What follows belongs to an exercise in optimizing a design on an open flow for small area, a short achievable clock period and few clock cycles per item; a production flow would make more cautious choices.
RTL that was checked went through simulation tests only; none was proved equivalent to the original.

==> build 47 <==
// aes256_enc
module aes256_enc (
    input  wire         clk,
    input  wire         rst,
    input  wire         in_valid,
    output wire         in_ready,
    input  wire [255:0] in_key,
    input  wire [127:0] in_block,
    output wire         out_valid,
    output wire [127:0] out_block
);
  localparam HW = 22;         
  reg [127:0]    a_state;
  reg [255:0]    a_key;
  reg            a_valid;
  reg  [3:0]     a_round;
  reg            a_last;
  reg [16*HW-1:0] b_h;
  reg [4*HW-1:0]  b_kh;
  reg [255:0]    b_key;
  reg            b_valid;
  reg  [3:0]     b_round;
  reg [127:0]    out_q;
  reg            out_valid_q;
  reg            in_ready_q;    
  reg            load_q;        
  reg            load_nq;       
  wire [16*HW-1:0] h;
  wire [4*HW-1:0]  kh;
  genvar i;
  generate
    for (i = 0; i < 16; i = i + 1) begin : g_s1
      aes_sbox_p1 u_p1 (.u(a_state[127-8*i -: 8]), .h(h[16*HW-1-HW*i -: HW]));
    end
    for (i = 0; i < 4; i = i + 1) begin : g_k1
      aes_sbox_p1 u_p1 (.u(a_key[31-8*i -: 8]), .h(kh[4*HW-1-HW*i -: HW]));
    end
  endgenerate
  wire [7:0]   sb [0:15];
  wire [127:0] shifted;
  wire [127:0] mixed;
  wire [127:0] result;
  wire [31:0]  ksub;
  wire [255:0] key_next;
  generate
    for (i = 0; i < 16; i = i + 1) begin : g_s2
      aes_sbox_p2 u_p2 (.h(b_h[16*HW-1-HW*i -: HW]), .y(sb[i]));
      assign shifted[127-8*i -: 8] = sb[(i + 4 * (i % 4)) % 16];
    end
    for (i = 0; i < 4; i = i + 1) begin : g_k2
      aes_sbox_p2 u_p2 (.h(b_kh[4*HW-1-HW*i -: HW]), .y(ksub[31-8*i -: 8]));
      aes_mixcol u_mc (.a(shifted[127-32*i -: 32]), .rk(b_key[127-32*i -: 32]),
                       .y(mixed[127-32*i -: 32]));
    end
  endgenerate
  vec_xor #(128) u_final (.a(shifted), .b(b_key[127:0]), .y(result));
  aes_key_step u_key_step (
      .window     (b_key),
      .sub        (ksub),
      .round      (b_round),
      .next_window(key_next)
  );
  wire [127:0] first;
  ...
Settings: LEC_CHECK=0, CAP_MARGIN=20, CELL_PAD_IN_SITES_DETAIL_PLACEMENT=1, CELL_PAD_IN_SITES_GLOBAL_PLACEMENT=1, CORE_MARGIN=2, CORE_UTILIZATION=45, CTS_BUF_LIST=sky130_fd_sc_hd__clkbuf_8, PLACE_DENSITY=0.55, SETUP_SLACK_MARGIN=5, SLEW_MARGIN=20, SYNTH_HIERARCHICAL=1, SYNTH_MINIMUM_KEEP_SIZE=0; clock period 9.0 ns.
standard.sh (not shown) runs the stock make flow with config.mk's settings and CLKGATE_MAP_FILE= SYNTH_SCRIPT=/design/flow/synth_recipe.tcl, a recipe that flattens the netlist after the stock synthesis.
==> flow/flow/run.sh <==
#!/bin/bash
set -euo pipefail
args=""
while IFS= read -r line; do
  [[ -z "$line" || "$line" == \#* ]] && continue
  args="$args '$line'"
done < flow/extra.txt
grep -q 'SETUP_SLACK_MARGIN=' standard.sh || true
sed "s/SETUP_SLACK_MARGIN=[-0-9.]* //; s|\"\${@:-finish}\"|$args \"\${@:-finish}\"|" standard.sh > standard_extra.sh
bash standard_extra.sh > flow.log 2>&1
==> flow/flow/extra.txt <==
SETUP_SLACK_MARGIN=5.6
BUFFER_PORTS_ARGS=-buffer_cell sky130_fd_sc_hd__buf_1
==> inputs of build 34, as changes to build 47 <==
--- a/flow/design.v
+++ b/flow/design.v
@@ -1,8 +1,8 @@
-module aes_sbox_p1 (input wire [7:0] u, output wire [21:0] h);
+module aes_sbox_p1d (input wire [7:0] u, output wire [11:0] h);
   wire U0 = u[7], U1 = u[6], U2 = u[5], U3 = u[4], U4 = u[3], U5 = u[2], U6 = u[1], U7 = u[0];
   wire T1, T2, T3, T4, T5, T6, T7, T8, T9, T10, T11, T12, T13, T14, T15, T16, T17, T18, T19, T20, T21, T22, T23, T24, T25, T26, T27, M1, M2, M3, M4, M5, M6, M7, M8, M9, M10, M11, M12, M13, M14, M15, M16, M17, M18, M19, M20, M21, M22, M23, M24, M25, M26, M27, M28, M29, M30, M31, M32, M33, M34, M35, M36, M37, M38, M39, M40;
   g_xor2 g0 (.a(U0), .b(U3), .y(T1));
   g_xor2 g1 (.a(U0), .b(U5), .y(T2));
   g_xor2 g2 (.a(U0), .b(U6), .y(T3));
   g_xor2 g3 (.a(U3), .b(U5), .y(T4));
   g_xor2 g4 (.a(U4), .b(U6), .y(T5));
@@ -64,20 +64,184 @@
   g_nand2 g60 (.a(M21), .b(M22), .y(M34));
   g_nor2 g61 (.a(M24), .b(M34), .y(M35));
   g_xor2 g62 (.a(M24), .b(M25), .y(M36));
   g_xor2 g63 (.a(M21), .b(M29), .y(M37));
   g_xor2 g64 (.a(M32), .b(M33), .y(M38));
   g_xor2 g65 (.a(M23), .b(M30), .y(M39));
   g_xor2 g66 (.a(M35), .b(M36), .y(M40));
-  assign h = {M37, M38, M39, M40, U7, T1, T2, T3, T4, T6, T8, T9, T10, T13, T15, T16, T17, T19, T20, T22, T23, T27};
+  assign h = {M37, M38, M39, M40, T3, T6, T8, T9, T16, T19, T20, T23};
 endmodule
-module aes_sbox_p2 (input wire [21:0] h, output wire [7:0] y);
-  wire M37, M38, M39, M40, U7, T1, T2, T3, T4, T6, T8, T9, T10, T13, T15, T16, T17, T19, T20, T22, T23, T27;
-  assign {M37, M38, M39, M40, U7, T1, T2, T3, T4, T6, T8, T9, T10, T13, T15, T16, T17, T19, T20, T22, T23, T27} = h;
+module aes_sbox_p2d (input wire [11:0] h, output wire [7:0] y);
+  wire M37, M38, M39, M40, T3, T6, T8, T9, T16, T19, T20, T23;
+  assign {M37, M38, M39, M40, T3, T6, T8, T9, T16, T19, T20, T23} = h;
+  wire U7, T17, T10, T13, T22, T1, T15, T27, T4, T2;
   wire M41, M42, M43, M44, M45, M46, M47, M48, M49, M50, M51, M52, M53, M54, M55, M56, M57, M58, M59, M60, M61, M62, M63, L0, L1, L2, L3, L4, L5, L6, L7, L8, L9, L10, L11, L12, L13, L14, L15, L16, L17, L18, L19, L20, L21, L22, L23, L24, L25, L26, L27, L28, L29, S0, S1, S2, S3, S4, S5, S6, S7;
+  g_xor2 r0 (.a(T6), .b(T8), .y(U7));
+  g_xor2 r1 (.a(T9), .b(T16), .y(T17));
+  g_xor2 r2 (.a(T9), .b(T8), .y(T10));
+  g_xor2 r3 (.a(T23), .b(T19), .y(T13));
+  g_xor2 r4 (.a(T20), .b(T3), .y(T22));
+  g_xor2 r5 (.a(T20), .b(T19), .y(T1));
+  g_xor2 r6 (.a(U7), .b(T17), .y(T15));
+  g_xor2 r7 (.a(T6), .b(T16), .y(T27));
+  g_xor2 r8 (.a(T3), .b(T13), .y(T4));
+  g_xor2 r9 (.a(T23), .b(T22), .y(T2));
+  g_xor2 g0 (.a(M38), .b(M40), .y(M41));
+  g_xor2 g1 (.a(M37), .b(M39), .y(M42));
+  g_xor2 g2 (.a(M37), .b(M38), .y(M43));
+  g_xor2 g3 (.a(M39), .b(M40), .y(M44));
+  g_xor2 g4 (.a(M42), .b(M41), .y(M45));
+  g_nand2 g5 (.a(M44), .b(T6), .y(M46));
+  g_nand2 g6 (.a(M40), .b(T8), .y(M47));
+  g_nand2 g7 (.a(M39), .b(U7), .y(M48));
+  g_nand2 g8 (.a(M43), .b(T16), .y(M49));
+  g_nand2 g9 (.a(M38), .b(T9), .y(M50));
+  g_nand2 g10 (.a(M37), .b(T17), .y(M51));
+  g_nand2 g11 (.a(M42), .b(T15), .y(M52));
+  g_nand2 g12 (.a(M45), .b(T27), .y(M53));
+  g_nand2 g13 (.a(M41), .b(T10), .y(M54));
+  g_nand2 g14 (.a(M44), .b(T13), .y(M55));
+  g_nand2 g15 (.a(M40), .b(T23), .y(M56));
+  g_nand2 g16 (.a(M39), .b(T19), .y(M57));
+  g_nand2 g17 (.a(M43), .b(T3), .y(M58));
+  g_nand2 g18 (.a(M38), .b(T22), .y(M59));
+  g_nand2 g19 (.a(M37), .b(T20), .y(M60));
+  g_nand2 g20 (.a(M42), .b(T1), .y(M61));
+  g_nand2 g21 (.a(M45), .b(T4), .y(M62));
+  g_nand2 g22 (.a(M41), .b(T2), .y(M63));
+  g_xor2 g23 (.a(M61), .b(M62), .y(L0));
+  g_xor2 g24 (.a(M50), .b(M56), .y(L1));
+  g_xor2 g25 (.a(M46), .b(M48), .y(L2));
+  g_xor2 g26 (.a(M47), .b(M55), .y(L3));
+  g_xor2 g27 (.a(M54), .b(M58), .y(L4));
+  g_xor2 g28 (.a(M49), .b(M61), .y(L5));
+  g_xnor2 g29 (.a(M62), .b(L5), .y(L6));
+  g_xnor2 g30 (.a(M46), .b(L3), .y(L7));
+  g_xor2 g31 (.a(M51), .b(M59), .y(L8));
+  g_xor2 g32 (.a(M52), .b(M53), .y(L9));
+  g_xnor2 g33 (.a(M53), .b(L4), .y(L10));
+  g_xnor2 g34 (.a(M60), .b(L2), .y(L11));
+  g_xor2 g35 (.a(M48), .b(M51), .y(L12));
+  g_xnor2 g36 (.a(M50), .b(L0), .y(L13));
+  g_xor2 g37 (.a(M52), .b(M61), .y(L14));
+  g_xnor2 g38 (.a(M55), .b(L1), .y(L15));
+  g_xnor2 g39 (.a(M56), .b(L0), .y(L16));
+  g_xnor2 g40 (.a(M57), .b(L1), .y(L17));
+  g_xnor2 g41 (.a(M58), .b(L8), .y(L18));
+  g_xnor2 g42 (.a(M63), .b(L4), .y(L19));
+  g_xor2 g43 (.a(L0), .b(L1), .y(L20));
+  g_xor2 g44 (.a(L1), .b(L7), .y(L21));
+  g_xor2 g45 (.a(L3), .b(L12), .y(L22));
+  g_xor2 g46 (.a(L18), .b(L2), .y(L23));
+  g_xor2 g47 (.a(L15), .b(L9), .y(L24));
+  g_xor2 g48 (.a(L6), .b(L10), .y(L25));
+  g_xor2 g49 (.a(L7), .b(L9), .y(L26));
+  g_xor2 g50 (.a(L8), .b(L10), .y(L27));
+  g_xor2 g51 (.a(L11), .b(L14), .y(L28));
+  g_xor2 g52 (.a(L11), .b(L17), .y(L29));
+  g_xor2 g53 (.a(L6), .b(L24), .y(S0));
+  g_xnor2 g54 (.a(L16), .b(L26), .y(S1));
+  g_xnor2 g55 (.a(L19), .b(L28), .y(S2));
+  g_xor2 g56 (.a(L6), .b(L21), .y(S3));
+  g_xor2 g57 (.a(L20), .b(L22), .y(S4));
+  g_xor2 g58 (.a(L25), .b(L29), .y(S5));
+  g_xnor2 g59 (.a(L13), .b(L27), .y(S6));
+  g_xnor2 g60 (.a(L6), .b(L23), .y(S7));
+  assign y = {S0, S1, S2, S3, S4, S5, S6, S7};
+endmodule
+module aes_sbox_p1k (input wire [7:0] u, output wire [8:0] h);
+  wire U0 = u[7], U1 = u[6], U2 = u[5], U3 = u[4], U4 = u[3], U5 = u[2], U6 = u[1], U7 = u[0];
+  wire T1, T2, T3, T4, T5, T6, T7, T8, T9, T10, T11, T12, T13, T14, T15, T16, T17, T18, T19, T20, T21, T22, T23, T24, T25, T26, T27, M1, M2, M3, M4, M5, M6, M7, M8, M9, M10, M11, M12, M13, M14, M15, M16, M17, M18, M19, M20, M21, M22, M23, M24, M25, M26, M27, M28, M29, M30, M31, M32, M33, M34, M35, M36, M37, M38, M39, M40;
+  g_xor2 g0 (.a(U0), .b(U3), .y(T1));
+  g_xor2 g1 (.a(U0), .b(U5), .y(T2));
+  g_xor2 g2 (.a(U0), .b(U6), .y(T3));
+  g_xor2 g3 (.a(U3), .b(U5), .y(T4));
+  g_xor2 g4 (.a(U4), .b(U6), .y(T5));
+  g_xor2 g5 (.a(T1), .b(T5), .y(T6));
+  g_xor2 g6 (.a(U1), .b(U2), .y(T7));
+  g_xor2 g7 (.a(U7), .b(T6), .y(T8));
+  g_xor2 g8 (.a(U7), .b(T7), .y(T9));
+  g_xor2 g9 (.a(T6), .b(T7), .y(T10));
+  g_xor2 g10 (.a(U1), .b(U5), .y(T11));
+  g_xor2 g11 (.a(U2), .b(U5), .y(T12));
+  g_xor2 g12 (.a(T3), .b(T4), .y(T13));
+  g_xor2 g13 (.a(T6), .b(T11), .y(T14));
+  g_xor2 g14 (.a(T5), .b(T11), .y(T15));
+  g_xor2 g15 (.a(T5), .b(T12), .y(T16));
+  g_xor2 g16 (.a(T9), .b(T16), .y(T17));
+  g_xor2 g17 (.a(U3), .b(U7), .y(T18));
+  g_xor2 g18 (.a(T7), .b(T18), .y(T19));
+  g_xor2 g19 (.a(T1), .b(T19), .y(T20));
+  g_xor2 g20 (.a(U6), .b(U7), .y(T21));
+  g_xor2 g21 (.a(T7), .b(T21), .y(T22));
+  g_xor2 g22 (.a(T2), .b(T22), .y(T23));
+  g_xor2 g23 (.a(T2), .b(T10), .y(T24));
+  g_xor2 g24 (.a(T20), .b(T17), .y(T25));
+  g_xor2 g25 (.a(T3), .b(T16), .y(T26));
+  g_xor2 g26 (.a(T1), .b(T12), .y(T27));
+  g_nand2 g27 (.a(T13), .b(T6), .y(M1));
+  g_nand2 g28 (.a(T23), .b(T8), .y(M2));
+  g_xnor2 g29 (.a(T14), .b(M1), .y(M3));
+  g_nand2 g30 (.a(T19), .b(U7), .y(M4));
+  g_xor2 g31 (.a(M4), .b(M1), .y(M5));
+  g_nand2 g32 (.a(T3), .b(T16), .y(M6));
+  g_nand2 g33 (.a(T22), .b(T9), .y(M7));
+  g_xnor2 g34 (.a(T26), .b(M6), .y(M8));
+  g_nand2 g35 (.a(T20), .b(T17), .y(M9));
+  g_xor2 g36 (.a(M9), .b(M6), .y(M10));
+  g_nand2 g37 (.a(T1), .b(T15), .y(M11));
+  g_nand2 g38 (.a(T4), .b(T27), .y(M12));
+  g_xor2 g39 (.a(M12), .b(M11), .y(M13));
+  g_nand2 g40 (.a(T2), .b(T10), .y(M14));
+  g_xor2 g41 (.a(M14), .b(M11), .y(M15));
+  g_xnor2 g42 (.a(M3), .b(M2), .y(M16));
+  g_xor2 g43 (.a(M5), .b(T24), .y(M17));
+  g_xnor2 g44 (.a(M8), .b(M7), .y(M18));
+  g_xor2 g45 (.a(M10), .b(M15), .y(M19));
+  g_xor2 g46 (.a(M16), .b(M13), .y(M20));
+  g_xor2 g47 (.a(M17), .b(M15), .y(M21));
+  g_xor2 g48 (.a(M18), .b(M13), .y(M22));
+  g_xor2 g49 (.a(M19), .b(T25), .y(M23));
+  g_xnor2 g50 (.a(M22), .b(M23), .y(M24));
+  g_nand2 g51 (.a(M22), .b(M20), .y(M25));
+  g_xor2 g52 (.a(M21), .b(M25), .y(M26));
+  g_xnor2 g53 (.a(M20), .b(M21), .y(M27));
+  g_xor2 g54 (.a(M23), .b(M25), .y(M28));
+  g_nor2 g55 (.a(M28), .b(M27), .y(M29));
+  g_nor2 g56 (.a(M26), .b(M24), .y(M30));
+  g_nand2 g57 (.a(M20), .b(M23), .y(M31));
+  g_nor2 g58 (.a(M27), .b(M31), .y(M32));
+  g_xor2 g59 (.a(M27), .b(M25), .y(M33));
+  g_nand2 g60 (.a(M21), .b(M22), .y(M34));
+  g_nor2 g61 (.a(M24), .b(M34), .y(M35));
+  g_xor2 g62 (.a(M24), .b(M25), .y(M36));
+  g_xor2 g63 (.a(M21), .b(M29), .y(M37));
+  g_xor2 g64 (.a(M32), .b(M33), .y(M38));
+  g_xor2 g65 (.a(M23), .b(M30), .y(M39));
+  g_xor2 g66 (.a(M35), .b(M36), .y(M40));
+  assign h = {M37, M38, M39, M40, T8, T9, T13, T17, T19};
+endmodule
+module aes_sbox_p2k (input wire [7:0] u, input wire [8:0] h, output wire [7:0] y);
+  wire U0 = u[7], U1 = u[6], U2 = u[5], U3 = u[4], U4 = u[3], U5 = u[2], U6 = u[1], U7 = u[0];
+  wire M37, M38, M39, M40, T8, T9, T13, T17, T19;
+  assign {M37, M38, M39, M40, T8, T9, T13, T17, T19} = h;
+  wire T6, T16, T10, T23, T3, T22, T1, T15, T27, T20, T4, T2;
+  wire M41, M42, M43, M44, M45, M46, M47, M48, M49, M50, M51, M52, M53, M54, M55, M56, M57, M58, M59, M60, M61, M62, M63, L0, L1, L2, L3, L4, L5, L6, L7, L8, L9, L10, L11, L12, L13, L14, L15, L16, L17, L18, L19, L20, L21, L22, L23, L24, L25, L26, L27, L28, L29, S0, S1, S2, S3, S4, S5, S6, S7;
+  g_xor2 r0 (.a(T8), .b(U7), .y(T6));
+  g_xor2 r1 (.a(T9), .b(T17), .y(T16));
+  g_xor2 r2 (.a(T8), .b(T9), .y(T10));
+  g_xor2 r3 (.a(T13), .b(T19), .y(T23));
+  g_xor2 r4 (.a(U0), .b(U6), .y(T3));
+  g_xor2 r5 (.a(T9), .b(U6), .y(T22));
+  g_xor2 r6 (.a(U0), .b(U3), .y(T1));
+  g_xor2 r7 (.a(T17), .b(U7), .y(T15));
+  g_xor2 r8 (.a(T6), .b(T16), .y(T27));
+  g_xor2 r9 (.a(T9), .b(U0), .y(T20));
+  g_xor2 r10 (.a(T13), .b(T3), .y(T4));
+  g_xor2 r11 (.a(U0), .b(U5), .y(T2));
   g_xor2 g0 (.a(M38), .b(M40), .y(M41));
   g_xor2 g1 (.a(M37), .b(M39), .y(M42));
   g_xor2 g2 (.a(M37), .b(M38), .y(M43));
   g_xor2 g3 (.a(M39), .b(M40), .y(M44));
   g_xor2 g4 (.a(M42), .b(M41), .y(M45));
   g_nand2 g5 (.a(M44), .b(T6), .y(M46));
   g_nand2 g6 (.a(M40), .b(T8), .y(M47));
@@ -253,54 +417,56 @@
     input  wire         in_valid,
     output wire         in_ready,
     input  wire [255:0] in_key,
     input  wire [127:0] in_block,
     output wire         out_valid,
     output wire [127:0] out_block
 );
-  localparam HW = 22;         
+  localparam HW = 12;         
+  localparam KW = 9;          
   reg [127:0]    a_state;
   reg [255:0]    a_key;
   reg            a_valid;
   reg  [3:0]     a_round;
   reg            a_last;
   reg [16*HW-1:0] b_h;
-  reg [4*HW-1:0]  b_kh;
+  reg [4*KW-1:0]  b_kh;
   reg [255:0]    b_key;
   reg            b_valid;
   reg  [3:0]     b_round;
   reg [127:0]    out_q;
   reg            out_valid_q;
   reg            in_ready_q;    
   reg            load_q;        
   reg            load_nq;       
   wire [16*HW-1:0] h;
-  wire [4*HW-1:0]  kh;
+  wire [4*KW-1:0]  kh;
   genvar i;
   generate
     for (i = 0; i < 16; i = i + 1) begin : g_s1
-      aes_sbox_p1 u_p1 (.u(a_state[127-8*i -: 8]), .h(h[16*HW-1-HW*i -: HW]));
+      aes_sbox_p1d u_p1 (.u(a_state[127-8*i -: 8]), .h(h[16*HW-1-HW*i -: HW]));
     end
     for (i = 0; i < 4; i = i + 1) begin : g_k1
-      aes_sbox_p1 u_p1 (.u(a_key[31-8*i -: 8]), .h(kh[4*HW-1-HW*i -: HW]));
+      aes_sbox_p1k u_p1 (.u(a_key[31-8*i -: 8]), .h(kh[4*KW-1-KW*i -: KW]));
     end
   endgenerate
   wire [7:0]   sb [0:15];
   wire [127:0] shifted;
   wire [127:0] mixed;
   wire [127:0] result;
   wire [31:0]  ksub;
   wire [255:0] key_next;
   generate
     for (i = 0; i < 16; i = i + 1) begin : g_s2
-      aes_sbox_p2 u_p2 (.h(b_h[16*HW-1-HW*i -: HW]), .y(sb[i]));
+      aes_sbox_p2d u_p2 (.h(b_h[16*HW-1-HW*i -: HW]), .y(sb[i]));
       assign shifted[127-8*i -: 8] = sb[(i + 4 * (i % 4)) % 16];
     end
     for (i = 0; i < 4; i = i + 1) begin : g_k2
-      aes_sbox_p2 u_p2 (.h(b_kh[4*HW-1-HW*i -: HW]), .y(ksub[31-8*i -: 8]));
+      aes_sbox_p2k u_p2 (.u(b_key[31-8*i -: 8]), .h(b_kh[4*KW-1-KW*i -: KW]),
+                         .y(ksub[31-8*i -: 8]));
       aes_mixcol u_mc (.a(shifted[127-32*i -: 32]), .rk(b_key[127-32*i -: 32]),
                        .y(mixed[127-32*i -: 32]));
     end
   endgenerate
   vec_xor #(128) u_final (.a(shifted), .b(b_key[127:0]), .y(result));
   aes_key_step u_key_step (
       .window     (b_key),
==> notes <==
Build 47 finished with timing, DRC and antenna clean. Build 34 passed the timing, design-rule and antenna checks. Setup slack: build 34 is better than build 47 (0.080 ns). Of build 47 and build 34, build 47 has the higher clock skew (gap 0.016 ns). Of build 34 and build 47, build 34 has the higher utilization (gap 0.80 points). Register-to-register slack: build 47 is worse than build 34 (0.08 ns).
==> figures <==
| quantity | build 47 | build 34 |
|---|---|---|
| Result of the run | timing/DRC/antenna clean | timing/DRC/antenna clean |
| Vias per inst | 4.79 | 4.90 |
| Number of buffers inserted to repair setup after CTS | 23 | 12 |
| Die outline area | 140000 um2 | 131000 um2 |
| Post-synthesis compound-gate area fraction | 0.0590 | 0.0631 |
| Sequential-to-total area share from yosys stat | 0.396 | 0.350 |
| Flip-flop and latch area | 24500 um2 | 20300 um2 |
| Post-Layout Inst Area | 69100 um2 | 65900 um2 |
| Pre-CTS WS | 4.79 ns | 4.82 ns |
| Crit. Startpoint | b_h[153] | b_h[164] |
| Maximum number of pins on one net before global-route repair | 162 | 165 |
Testbench counts of build 34, summed over its fixed seeds: cycles 14,360, blocks 1,024.
For build 47, only the layout was checked, not whether the RTL still works.

separate check: timing with driven ports:
The results above use ideal ports. As a check the final layouts listed here were re-extracted and re-timed, cells and wires unchanged. Step 1 (the two cells are an assumption about what drives the block):
set clk [get_ports {clk}]
set_driving_cell -lib_cell sky130_fd_sc_hd__clkbuf_16 $clk
set_driving_cell -lib_cell sky130_fd_sc_hd__buf_2 [delete_from_list [all_inputs] $clk]
Step 2, shift: input delay + t, output delay - t, t = (earliest + latest rising clock arrival at the registers) / 2. This alone moves slack from input paths to output paths. Slacks: no drivers / after step 1 / after step 2; pairs: no drivers / after step 1.
run	t, ns	setup WS [ns]	hold slack, ns	cell pins on the clock port's net
build 47	1.000	5.603 / 5.583 / 5.603	0.278 / 0.278 / 0.278	1
build 34	0.953	5.683 / 5.654 / 5.683	0.312 / 0.312 / 0.312	1
After both steps every run listed still meets setup and hold.
